Source: an optimization exercise on an open RTL-to-GDS flow (aim: small area). Production flows keep margins and buffers that such runs may drop. Only simulation tests tie the RTL to the original design; equivalence was not proved. No activity file was given, so power comes from the tool's default toggle rates.

--- flow/constraint.sdc ---
create_clock -name core_clock -period 22.0 [get_ports {clk}]
set_input_delay 4.4000 -clock core_clock [delete_from_list [all_inputs] [get_ports {clk}]]
set_output_delay 4.4000 -clock core_clock [all_outputs]
set_load 0.01 [all_outputs]
--- flow/flow/run.sh ---
#!/bin/bash
# Standard layout, with three changes to how it is made:
#  - after the standard synthesis, its combinational logic is re-mapped for
#    area by ABC with its area mapper (registers, full adder cells and tie cells untouched),
#  - ports are buffered with sky130_fd_sc_hd__buf_1,
#  - CTS inserts no dummy loads.
set -euo pipefail
export BUFFER_PORTS_ARGS="-buffer_cell sky130_fd_sc_hd__buf_1"
export CTS_ARGS="-sink_clustering_enable -repair_clock_nets -sink_clustering_size 22 -sink_clustering_max_diameter 40 -buf_list sky130_fd_sc_hd__clkbuf_8 -dont_use_dummy_load"
bash standard.sh synth > standard_synth.log 2>&1
R=$PWD/orfs/results/$FLOW_PLATFORM/sinc_df/base
LIB=$FLOW_HOME/platforms/sky130hd/lib/sky130_fd_sc_hd__tt_025C_1v80.lib
cp $R/1_2_yosys.v standard_synth_netlist.v
sed -e "s#@LIB@#$LIB#g" -e "s#@IN@#$PWD/standard_synth_netlist.v#" -e "s#@OUT@#$PWD/reopt_netlist.v#" -e "s#@FLOW@#$PWD/flow#" flow/reopt.ys.in > reopt.ys
yosys -s reopt.ys > reopt.log 2>&1
cp reopt_netlist.v $R/1_2_yosys.v
bash standard.sh > standard.log 2>&1
--- flow/design.v ---
module sinc_df_add #(parameter W = 32) (
    input  wire [W-1:0] a,
    input  wire [W-1:0] b,
    input  wire         ci,
    output wire [W-1:0] s,
    output wire         co
);
    wire [W:0] c;
    assign c[0] = ci;
    genvar i;
    generate
        for (i = 0; i < W; i = i + 1) begin : g
            assign s[i]   = a[i] ^ b[i] ^ c[i];
            assign c[i+1] = (a[i] & b[i]) | (c[i] & (a[i] ^ b[i]));
        end
    endgenerate
    assign co = c[W];
endmodule
module sinc_df_inc #(parameter W = 32) (
    input  wire [W-1:0] a,
    input  wire         ci,
    output wire [W-1:0] s,
    output wire         co
);
    wire [W:0] c;
    assign c[0] = ci;
    genvar i;
    generate
        for (i = 0; i < W; i = i + 1) begin : g
            assign s[i]   = a[i] ^ c[i];
            assign c[i+1] = a[i] & c[i];
        end
    endgenerate
    assign co = c[W];
endmodule
module sinc_df (
    input  wire        clk,
    input  wire        rst,           
    input  wire [2:0]  cfg_ord,       
    input  wire [8:0]  cfg_osr,       
    input  wire [23:0] cfg_ofs,       
    input  wire [23:0] cfg_gain,      
    input  wire        restart,       
    input  wire        clk_loss,      
    input  wire        bit_valid,     
    input  wire        bit_in,
    output reg         out_stb,       
    output reg  [15:0] df_result,     
    output reg         df_valid,
    output reg  [6:0]  df_count,      
    output wire        settling,
    output reg         stuck,
    output reg  [15:0] loss_count     
);
    reg       run_bit;
    reg [5:0] run_len;                
    wire same_bit     = (bit_in == run_bit) && (stuck || run_len != 6'd0);
    wire stuck_detect = bit_valid && !stuck && same_bit && (run_len == 6'd63);
    wire stuck_end    = bit_valid && stuck && !same_bit;
    wire bit_take     = bit_valid && (stuck ? !same_bit : !stuck_detect);
    wire flush = restart || clk_loss || stuck_detect;
    wire [5:0] run_inc;
    sinc_df_inc #(6) u_run (.a(run_len), .ci(bit_valid && same_bit), .s(run_inc), .co());
    wire [1:0] nm1 = cfg_ord[2] ? 2'd3 : (cfg_ord[1:0] - 2'd1);    
    wire       n4  = (nm1 == 2'd3);
    wire       n3p = nm1[1];                                       
    wire       n2p = (nm1 != 2'd0);                                
    reg  [7:0] phase;
    wire [7:0] phase_inc;
    sinc_df_inc #(8) u_phase (.a(phase), .ci(bit_take), .s(phase_inc), .co());
    wire       window_end = bit_take && (phase == 8'hfe);
    reg  [1:0] out_n;                 
    reg        pend_ok;               
    reg [31:0] integ1, integ2, integ3, integ4;
    reg [31:0] zr0, zr1, zr2;         
    reg [1:0]  zp;
    reg [2:0]  cs;                    
    reg        zwait;                 
    reg        pend;                  
    wire [1:0] zp_next = (zp == 2'd2) ? 2'd0 : zp + 2'd1;
    wire zuse = (zp == 2'd0) ? n4 : ((zp == 2'd1) ? n3p : n2p);
    wire sread = (cs != 3'd0) && zuse;
    wire csub = cs[2];                
    reg [1:0]  zc;                    
    reg        xs;                    
    wire       zclr = (zc != 2'd0);
    wire       zwr  = zclr || (cs == 3'd1) || (cs == 3'd2) || (cs == 3'd3);
    wire [31:0] a1, a2, a3, a4;
    wire [31:0] tk = {32{bit_take}};
    wire [31:0] i2in = n4  ? a1 : {31'd0, bit_in};
    wire [31:0] i3in = n3p ? a2 : {31'd0, bit_in};
    wire [31:0] i4in = n2p ? a3 : {31'd0, bit_in};
    wire [31:0] tk4 = {32{!zclr && (bit_take || (xs && n2p))}};
    wire [31:0] b4 = ((i4in & tk4) | (~zr2 & {32{sread}})) ^ {32{csub}};
    sinc_df_inc #(32) u_i1 (.a(integ1), .ci(bit_take & bit_in), .s(a1), .co());
    sinc_df_add #(32) u_i2 (.a(integ2), .b(i2in & tk), .ci(1'b0), .s(a2), .co());
    sinc_df_add #(32) u_i3 (.a(integ3), .b(i3in & tk), .ci(1'b0), .s(a3), .co());
    sinc_df_add #(32) u_i4 (.a(integ4), .b(b4), .ci(csub | (!zclr && xs && !n2p)), .s(a4), .co());
    wire [31:0] d = integ4;
    reg [31:0] pc;                    
    reg [7:0]  pacc;                  
    reg [1:0]  pm;                    
    wire       p32 = cfg_osr[8] & n4;
    wire [8:0] psum;                  
    sinc_df_add #(9) u_pm (.a({1'b0, pacc}), .b(cfg_osr & {9{~pc[0]}}), .ci(1'b0), .s(psum), .co());
    reg  [4:0] cnt;
    reg        busy;
    reg [31:0] r;
    reg        qb1, allones;
    wire [31:0] x = pend ? d : r;
    wire [32:0] trial;
    wire        ge;                   
    sinc_df_add #(33) u_div (.a({x, 1'b0}), .b({~p32, pc}), .ci(1'b1), .s(trial), .co(ge));
    reg [24:0] accl;                  
    reg [22:0] acck;
    reg        ta, tb, ts;
    reg        dg_neg, dg_nz, dg_two;  
    wire [27:0] cx   = {2'b00, ~cfg_ofs[23], cfg_ofs[22:0], 2'b00};
    wire        cbit = cx[cnt];
    wire        rnd  = (cnt == 5'd2) && ge && !(allones && qb1);
    wire        n_neg = !qb1 && cbit && !rnd;
    wire        n_two = qb1 && !cbit && rnd;
    wire        n_nz  = rnd ? (qb1 || !cbit) : (qb1 ^ cbit);
    wire [24:0] g2   = dg_two ? {cfg_gain, 1'b0} : {cfg_gain[23], cfg_gain};
    wire [24:0] gop  = (g2 & {25{dg_nz}}) ^ {25{dg_neg}};
    wire [24:0] lsum;
    wire        lco;
    sinc_df_add #(25) u_hl (.a({~accl[23:0], dg_neg}), .b(gop), .ci(1'b0), .s(lsum), .co(lco));
    wire [23:0] ksum;                 
    sinc_df_add #(24) u_hk (.a({acck, ta}), .b({24{ts}}), .ci(tb), .s(ksum), .co());
    wire        res_ok  = (ksum[23] == ksum[22]) && (ksum[22] == ksum[21]);
    wire [15:0] res_sat = res_ok ? ksum[21:6] : (ksum[23] ? 16'h8000 : 16'h7fff);
    wire        out_now  = busy && (cnt == 5'd0) && !flush;
    wire        loss_now = (clk_loss || stuck_detect) && !(&loss_count);
    wire [15:0] loss_inc;
    sinc_df_inc #(16) u_loss (.a(loss_count), .ci(loss_now), .s(loss_inc), .co());
    wire [6:0]  count_inc;
    sinc_df_inc #(7) u_count (.a(df_count), .ci(out_now), .s(count_inc), .co());
    assign settling = !df_valid && !stuck;
    always @(posedge clk) begin
        integ1 <= a1;
        integ2 <= a2;
        integ3 <= a3;
        integ4 <= (rst || flush || cs == 3'd3) ? 32'd0 : a4;
        zr0 <= zwr ? ~a4 : zr2;
        zr1 <= zr0;
        zr2 <= zr1;
        zp  <= rst ? 2'd0 : zp_next;
        xs  <= !(rst || flush) && zclr && (xs || (bit_take && (n2p || bit_in)));
        if (rst || flush) begin
            zc    <= 2'd3;
            cs    <= 3'd0;
            zwait <= 1'b0;
            pend  <= 1'b0;
        end else begin
            if (zclr)
                zc <= zc - 2'd1;
            pend <= window_end;
            if ((window_end || zwait) && zp_next == 2'd0) begin
                cs    <= 3'd1;
                zwait <= 1'b0;
            end else begin
                if (window_end)
                    zwait <= 1'b1;
                if (cs != 3'd0)
                    cs <= (cs == 3'd6) ? 3'd0 : cs + 3'd1;
            end
        end
    end
    always @(posedge clk) begin
        if (rst) begin
            run_bit    <= 1'b0;
            run_len    <= 6'd0;
            stuck      <= 1'b0;
            out_n      <= 2'd0;
            pend_ok    <= 1'b0;
            busy       <= 1'b0;
            out_stb    <= 1'b0;
            df_result  <= 16'd0;
            df_valid   <= 1'b0;
            df_count   <= 7'd0;
            loss_count <= 16'd0;
        end else begin
            out_stb <= 1'b0;
            if (bit_valid)
                run_bit <= bit_in;
            run_len <= (bit_valid && !same_bit) ? 6'd1 : run_inc;
            loss_count <= loss_inc;
            df_count   <= count_inc;
            if (stuck_detect)
                stuck <= 1'b1;
            else if (stuck_end)
                stuck <= 1'b0;
            if (flush) begin
                out_n    <= 2'd0;
                busy     <= 1'b0;
                df_valid <= 1'b0;
            end else begin
                if (window_end) begin
                    pend_ok <= (out_n >= nm1);
                    if (out_n != 2'd3)
                        out_n <= out_n + 2'd1;
                end
                if (busy && cnt == 5'd0) begin
                    busy      <= 1'b0;
                    df_result <= res_sat;
                    df_valid  <= 1'b1;
                    out_stb   <= 1'b1;
                end
                if (pend && pend_ok)
                    busy <= 1'b1;
            end
        end
    end
    always @(posedge clk) begin
        if (rst || flush || window_end)
            phase <= ~cfg_osr[7:0];
        else
            phase <= phase_inc;
        r   <= ge ? trial[31:0] : {x[30:0], 1'b0};
        qb1 <= ge;
        if (pend) begin
            allones <= 1'b1;
            dg_neg  <= 1'b0;
            dg_nz   <= 1'b0;
            dg_two  <= 1'b0;
            accl    <= ~25'd32;
            acck    <= 23'd0;
            ta      <= 1'b0;
            tb      <= 1'b0;
            ts      <= 1'b0;
        end else begin
            allones <= allones & qb1;
            dg_neg  <= n_neg;
            dg_nz   <= n_nz;
            dg_two  <= n_two;
            accl    <= ~lsum;
            acck    <= ksum[22:0];
            ta      <= ~accl[24];
            tb      <= lco;
            ts      <= gop[24];
        end
        if (rst || restart) begin
            pc   <= ~{23'd0, cfg_osr};
            pacc <= 8'd0;
            pm   <= nm1;
            cnt  <= 5'd31;
        end else if (pend && pend_ok) begin
            cnt  <= 5'd25;
        end else begin
            cnt  <= cnt - 5'd1;
            if (pm != 2'd0) begin
                pc   <= {~psum[0], pc[31:1]};
                pacc <= psum[8:1];
                if (cnt == 5'd0)
                    pm <= pm - 2'd1;
            end
        end
    end
endmodule
--- flow/standard.sh ---
#!/bin/bash
# synth_recipe.tcl (not shown) runs the flow's synth.tcl, then flattens the netlist and writes it again
# the make line also repeats each setting of config.mk as NAME=value (left out here)
make -C /OpenROAD-flow-scripts/flow DESIGN_CONFIG=/design/flow/config.mk WORK_HOME=/design/flow/orfs CLKGATE_MAP_FILE= SYNTH_SCRIPT=/design/flow/synth_recipe.tcl "${@:-finish}"
--- flow/flow/reopt.ys.in ---
# Re-map the combinational logic of the standard synthesis for area.
# Registers, full adders and tie cells are kept as they are.
read_liberty -ignore_miss_func @LIB@
read_verilog @IN@
hierarchy -top sinc_df
setattr -mod -set keep_hierarchy 1 sky130_fd_sc_hd__dfxtp_1 sky130_fd_sc_hd__edfxtp_1 sky130_fd_sc_hd__fa_1 sky130_fd_sc_hd__conb_1
flatten
opt_clean
abc -script @FLOW@/abc_reopt.script -liberty @LIB@ -dont_use sky130_fd_sc_hd__lpflow_bleeder_1 -dont_use sky130_fd_sc_hd__lpflow_clkbufkapwr_1 -dont_use sky130_fd_sc_hd__lpflow_clkbufkapwr_16 -dont_use sky130_fd_sc_hd__lpflow_clkbufkapwr_2 -dont_use sky130_fd_sc_hd__lpflow_clkbufkapwr_4 -dont_use sky130_fd_sc_hd__lpflow_clkbufkapwr_8 -dont_use sky130_fd_sc_hd__lpflow_clkinvkapwr_1 -dont_use sky130_fd_sc_hd__lpflow_clkinvkapwr_16 -dont_use sky130_fd_sc_hd__lpflow_clkinvkapwr_2 -dont_use sky130_fd_sc_hd__lpflow_clkinvkapwr_4 -dont_use sky130_fd_sc_hd__lpflow_clkinvkapwr_8 -dont_use sky130_fd_sc_hd__lpflow_decapkapwr_12 -dont_use sky130_fd_sc_hd__lpflow_decapkapwr_3 -dont_use sky130_fd_sc_hd__lpflow_decapkapwr_4 -dont_use sky130_fd_sc_hd__lpflow_decapkapwr_6 -dont_use sky130_fd_sc_hd__lpflow_decapkapwr_8 -dont_use sky130_fd_sc_hd__lpflow_inputiso0n_1 -dont_use sky130_fd_sc_hd__lpflow_inputiso0p_1 -dont_use sky130_fd_sc_hd__lpflow_inputiso1n_1 -dont_use sky130_fd_sc_hd__lpflow_inputiso1p_1 -dont_use sky130_fd_sc_hd__lpflow_inputisolatch_1 -dont_use sky130_fd_sc_hd__lpflow_isobufsrc_1 -dont_use sky130_fd_sc_hd__lpflow_isobufsrc_16 -dont_use sky130_fd_sc_hd__lpflow_isobufsrc_2 -dont_use sky130_fd_sc_hd__lpflow_isobufsrc_4 -dont_use sky130_fd_sc_hd__lpflow_isobufsrc_8 -dont_use sky130_fd_sc_hd__lpflow_isobufsrckapwr_16 -dont_use sky130_fd_sc_hd__lpflow_lsbuf_lh_hl_isowell_tap_1 -dont_use sky130_fd_sc_hd__lpflow_lsbuf_lh_hl_isowell_tap_2 -dont_use sky130_fd_sc_hd__lpflow_lsbuf_lh_hl_isowell_tap_4 -dont_use sky130_fd_sc_hd__lpflow_lsbuf_lh_isowell_4 -dont_use sky130_fd_sc_hd__lpflow_lsbuf_lh_isowell_tap_1 -dont_use sky130_fd_sc_hd__lpflow_lsbuf_lh_isowell_tap_2 -dont_use sky130_fd_sc_hd__lpflow_lsbuf_lh_isowell_tap_4 -dont_use sky130_fd_sc_hd__probe_p_8 -dont_use sky130_fd_sc_hd__probec_p_8 
opt_clean -purge
hilomap -singleton -hicell sky130_fd_sc_hd__conb_1 HI -locell sky130_fd_sc_hd__conb_1 LO
insbuf -buf sky130_fd_sc_hd__buf_4 A X
splitnets
opt_clean -purge
select sinc_df
write_verilog -noattr -nohex -nodec -selected @OUT@
--- flow/config.mk ---
export PLATFORM = sky130hd
export DESIGN_NAME = sinc_df
export DESIGN_NICKNAME = sinc_df
export VERILOG_FILES = /design/flow/design.v
export SDC_FILE = /design/flow/constraint.sdc
export NUM_CORES = 4
export LEC_CHECK = 0
export ABC_AREA = 1
export CAP_MARGIN = 20
export CORE_MARGIN = 2
export CORE_UTILIZATION = 70
export SLEW_MARGIN = 20
--- flow/flow/abc_reopt.script ---
strash
&get -n
&deepsyn -T 30
&put
dch -f
amap
mfs2
strash
dch -f
amap
topo
==> metrics.cfg <==
[final_layout]
n_antenna_cell=0
syn_to_final_growth_pct=7.712
seq_area_mm2=0.008950
multi_input_area_mm2=0.008268
final_nets=2082
n_fill_cell=1762
drive_gt1_share_pct=4.407

[pwr]
clock_power_share_pct=22.6
p_sw_w=0.0005684
ir_drop_mv=0.07482
power.density_mw_per_mm2=97.01
p_int_w=0.001332
pwr-share-seq_pct=50.8
switching_share_pct=29.91
p_leak_nw=7.433
power_frac_comb_pct=26.6

[worst_setup_path]
worstSetupStartpointType=input pin
arrival_ns=21.65
critPathKind=input pin to flop
cpMaxStageDelayCell=fa_1
critPathMaxFanout=4
r2r_end=zr0[31]
cp_slowest_stage_delay_ns=0.58
critPathCaptureType=flop
path_common_cell=fa_1
rrSetupSlack_ns=4.44
r2r-start=run_bit
cp_data_required_time_ns=22.44
reg2regPathDepth=56

[timing]
period_share_pct=96.40
relSlewSlack_pct=40.54
worst_slew_pin_slew_ns=0.8919
tns_ns=0
clock_skew_ns=0.05453
period_needed_ns=21.21
drv_slew=0
hold_viol_final=0
finalWorstSetupSlack_ns=0.7927
fmax_mhz=47.15
setup_viol=0

[die]
rows=58
io_pins=109
die_y_um=165.2
start_util_pct=71.81
die_area_mm2=0.02729
die_w_um=165.2
core-area_mm2=0.02533

[detailed_routing]
vias_per_cell=5.518
num_vias=11960
firstDrtPassIters=5
dr.first_iter.drc_count=705
drc=0
ant_nets=0
drt-total-wl_um=33200
wl_per_cell_um=15.32

[placement]
pre_cts_slack_ns=0.06832
dp_hpwl_um=23210
place_congestion=0.8569
io_buffers=108

[synthesis]
synthesis.area_mm2=0.01819
avgSynthCellArea_um2=10.70
synthCells=1700
yosysWarnings=1
syn_nets=1942

[clock_network]
htreeDepth=2
cts_root_buf=clkbuf_8
cts_tree=yes
clockBufferDepth=3
postCtsHoldBufs=0
cts.sinks=430
insertion_delay_ns=0.58
cts_buffers=46
clk_pin_slew_worst_paths_ns=0.11

[grt]
overflow=0
grt_pass1_vias=12080
grt_pass1_wl_um=56800
track_usage_pct=25.84
grt_antenna_before_repair=0
grt_max_degree=83

[job]
cap_violations=0

[hold_path]
whs_path_depth=0
hold_path_class=flop to flop
min_to=zr2[6]
hp-start=zr1[6]

[outcome]
status=no timing/DRC/antenna violations

## worst max-delay path: cells and delay by family
family | cells | cell delay (ns)
buffers and inverters | 3 | 0.30
and+or+nand+nor | 13 | 1.68
AOI/OAI and AO/OA | 9 | 1.26
adders and majority gates | 32 | 13.98
## cell type report
type / instances / share of cell area, %
flip-flops and latches: 430 / 45.69
repair buffers: 131 / 3.053
well taps: 330 / 2.108
clock buffers: 46 / 3.232
inverters: 194 / 3.717
multi-input cells: 1037 / 42.20
## cell usage in the layout, fill, tap and decap left out, types with 3 or more instances in the layout
cell        n
fa_1      174
nor4_1      4
a21oi_1    56
a221oi_1    3
and3_1     12
o21ai_1     4
a211oi_1    6
or2_0      45
nor2_1    173
nor3b_1     4
clkinv_1  194
buf_1     108
a22o_1     33
and2_0      6
nand2_1   135
buf_4      22
o32ai_1     8
o22a_1     33
o22ai_1    44
clkbuf_8   46
o221ai_1   39
nand4_1     5
nor3_1     24
dfxtp_1   395
edfxtp_1   34
nor2b_1    82
o21ai_0   110
nand3_1     7
## power groups by stage
stage | Combinational, W | Sequential [W] | Clock [W]
floorplan | 0.000365 | 0.000977 | 0
global route | 0.000589 | 0.000981 | 0.000468
global placement | 0.000478 | 0.000979 | 0
finish | 0.000506 | 0.000965 | 0.000430
CTS | 0.000510 | 0.000967 | 0.000441
detailed placement | 0.000493 | 0.000984 | 0
## flip-flops by register name, indices dropped and copies added, names as in the netlist, 16 cells and up
name        cells
zr2            32
zr0            32
zr1            32
acck           23
loss_count     16
df_result      16
integ2         32
integ1         32
accl           25
integ4         32
pc             32
r              32
integ3         32
## per-layer routing
metal	part of all wire [%]	vias to the layer above	wire length [um]	global-route usage (%)
met3	4.2	57	1390	3.696
met1	47	5734	15630	36.37
met2	47	241	15530	42.92
li1	-	5931	-	-
met5	0	-	0	0
met4	2.0	0	653	6.285
## per-stage QoR
stage / area, um^2 / util (%) / hold slack, ns / total power, W / std cells
after global placement: 18900 / 74.62 / 0.3095 / 0.001457 / 2120
final: 19590 / 77.35 / 0.2750 / 0.001900 / 2168
after CTS: 19530 / 77.12 / 0.2809 / 0.001917 / 2166
after floorplan: 18190 / - / 0.3096 / 0.001342 / 1700
after detailed placement: 18900 / 74.62 / 0.3121 / 0.001477 / 2120
after global routing: 19590 / 77.35 / 0.2879 / 0.002038 / 2168
## worst max path at each step
stage,startpoint,endpoint,slack [ns]
CTS,bit_in,zr0[31],0.57
global placement,bit_in,zr0[31],0.41
finish,bit_in,zr0[31],0.79
floorplan,bit_in,zr0[31],0.88
detailed placement,bit_in,zr0[31],0.07
global route,bit_in,zr0[31],-0.05
## repair_timing
action,4_1_cts,5_1_grt
setup endpoints to repair,0,2
resized for setup,0,11
buffers inserted,0,1

## re-timing with driven ports
In the flow no input, the clock included, has a driving cell. The finished layout below was timed again as built, in two steps. Step 1, drivers: a clkbuf_16 drives clk and a buf_2 each remaining input, both assumed. Step 2 also shifts input and output timing later by t, the mid clock arrival at the registers, as if the neighbouring blocks saw the same clock. Three values: ideal, step 1, step 2; two values: the first two.
t (ns): 0.597
setup slack, ns: 0.793 / 0.811 / 0.214
hold slack, ns: 0.275 / 0.275 / 0.275
After both steps setup and hold are still met in this run. The setup slack of this run moves by +0.018 ns with the drivers and by -0.579 ns with both steps.
